Background: an optimization exercise with open tools, aiming at small area, a short achievable clock period and few clock cycles. Do not read the settings as production practice.

== main ==
// cvu
module cvu (
    input  wire        clk,
    input  wire        rst,
    input  wire        req_valid,
    output wire        req_ready,
    input  wire        req_write,
    input  wire [11:0] req_addr,
    input  wire [31:0] req_wdata,
    output reg         rsp_valid,
    output reg  [31:0] rsp_rdata,
    output reg         alert
);
export LEC_CHECK = 0
export CAP_MARGIN = 30
export CORE_MARGIN = 2
export CORE_UTILIZATION = 30
export PLACE_DENSITY = 0.45
export SLEW_MARGIN = 30
create_clock -name core_clock -period 24.0 [get_ports {clk}]
standard.sh (not shown) runs the stock make flow with config.mk's settings and CLKGATE_MAP_FILE= SYNTH_SCRIPT=/design/flow/synth_recipe.tcl, a recipe that flattens the netlist after the stock synthesis.
==> flow/flow/run.sh <==
#!/bin/bash
set -euo pipefail
bash standard.sh SETUP_SLACK_MARGIN=18 CTS_CLUSTER_SIZE=25 CTS_CLUSTER_DIAMETER=80 finish > standard.log 2>&1
--- input diff main..the feature branch ---
--- a/flow/design.v
+++ b/flow/design.v
@@ -115,21 +115,20 @@
     reg [1:0]    fn    [0:NF-1];    
     reg [31:0]   fdata [0:NF-1];    
     reg [2:0]    fcnt;
     reg        eng_ctx;     
     reg        f_st;        
     reg        f_mu;        
     reg        f_vf;        
     reg        f_rd;        
     reg        f_ctx;
     reg        f_sA;        
-    reg        f_pctx;      
     reg [5:0]  f_cs, f_ls;  
     reg        st_exec;     
     wire [63:0] vr0 = eng_ctx ? vB : vA;
     wire [63:0] vr1 = eng_ctx ? vA : vB;
     reg        ready_q;     
     reg        busy;        
     reg        rv, rw, rlov;
     reg [9:0]  ra;
     reg [31:0] rdw;
     reg        r_start_q, r_feed_q, r_f64h_q, r_vseth_q, r_rdv_q;
@@ -176,21 +175,21 @@
                 tops[i] = tops[i] ^ (e_mu[i - j] & a_low[j]);
         end
     end
     reg [63:0] e_out;
     always @(*) begin
         e_out = e_hi;
         for (j = 0; j < 32; j = j + 1)
             if (tops[j])
                 e_out = e_out ^ (e_pr >> (31 - j));
     end
-    wire [63:0] f_in  = f_st ? (f_pctx ? poly[1] : poly[0]) : f_sA ? vA : vB;
+    wire [63:0] f_in  = f_st ? poly[f_ctx] : f_sA ? vA : vB;
     wire [5:0]  f_s   = f_st ? f_cs : f_ls;    
     wire [63:0] f_out = refl(f_in, f_s);
     wire        mq_ctx = (phase[1] == P_MQ);
     wire [15:1] mq_q   = q16(pr[mq_ctx][14:0]);
     wire        mu_ctx = f_ctx;
     wire [31:16] mu_q  = q32(pr[mu_ctx][30:0], mu_ctx == eng_ctx ? {mA[15:1], 1'b1} : {mB[15:1], 1'b1});
     wire r_start  = rv && r_start_q;
     wire r_feed   = rv && r_feed_q;
     wire r_f64h   = rv && r_f64h_q;
     wire r_vseth  = rv && r_vseth_q;
@@ -383,21 +382,20 @@
             rv        <= 1'b0;
             rsp_valid <= 1'b0;
             fcnt      <= 3'd0;
             eng_ctx   <= 1'b0;
             room1_q   <= 1'b1;
             room2_q   <= 1'b1;
             idle0_q   <= 1'b0;
             idle1_q   <= 1'b0;
             f_st      <= 1'b1;      
             f_sA      <= 1'b0;
-            f_pctx    <= 1'b0;
             f_cs      <= 6'd32;
             f_ls      <= 6'd32;
             st_exec   <= 1'b0;
             f_mu      <= 1'b0;
             f_vf      <= 1'b0;
             f_rd      <= 1'b0;
             f_ctx     <= 1'b0;
             for (i = 0; i < NF; i = i + 1)
                 fv[i] <= 1'b0;
             for (k = 0; k < 2; k = k + 1) begin
@@ -424,21 +422,20 @@
             alert_en  <= alert_en_n;
             alert     <= |(sticky_n & alert_en_n);
             fcnt      <= fcnt_n;
             eng_ctx   <= eng_ctx_n;
             room1_q   <= fcnt_n <= NF - 1;
             room2_q   <= fcnt_n <= NF - 2;
             idle0_q   <= idle0_n;
             idle1_q   <= idle1_n;
             f_st      <= g_sf;
             f_sA      <= (g_vctx == eng_ctx_n);
-            f_pctx    <= g_sctx;
             f_cs      <= g_sctx ? cfg_s_n1 : cfg_s_n0;
             f_ls      <= g_vctx ? l_s_n1 : l_s_n0;
             st_exec   <= x_v && x_start && x_idle && (fcnt_n <= NF - 2);
             f_mu      <= g_mu;
             f_vf      <= g_vf;
             f_rd      <= g_rd;
             f_ctx     <= g_ctx;
             for (i = 0; i < NF; i = i + 1)
                 fv[i] <= (i < fcnt_n);
             for (k = 0; k < 2; k = k + 1)
[summary]
On sequential standard cell area, main and the feature branch are neck and neck. Sort main and the feature branch by required time of the critical path, descending, and the feature branch comes first. Cell depth of the worst setup path for the feature branch: 10 up relative to main. From main to the feature branch the numbers moved as follows: detailed-route vias per instance ~0 delta, global-route wire length before repair neither gained nor lost much, count of non-filler cells in the finished layout now sits at about the same level, number of buffer and inverter stages on the critical path up 2. Looking at main and the feature branch, the layout filler cell count is a wash.
No run of this note included a check of the RTL's function; only the layout flow was run.

-- separate check: timing with driven ports --
In the flow no input, the clock included, has a driving cell. The finished layouts below were timed again as built, in two steps.
Step 1: set_driving_cell puts a clkbuf_16 on clk and a buf_2 on each other input, an assumption about the parent block.
Step 2 moves the port delays by t, midway between the first and last clock arrival at a register: inputs arrive t later, outputs are due t later. That takes back most of the time a late clock gives input paths.
Three values: no drivers, after step 1, after step 2; two values: the first two.
run | t (ns) | setup slack, ns | worst register clock-pin slew, ns | pins driven straight from the clock port
main | 1.009 | 17.726 / 17.617 / 17.012 | 0.11 / 0.11 | 1
the feature branch | 0.995 | 17.788 / 17.708 / 16.986 | 0.11 / 0.11 | 1
After both steps setup and hold are still met in every run listed. The setup slack of the feature branch, which loses most, moves by -0.080 ns with the drivers and by -0.802 ns with both steps.
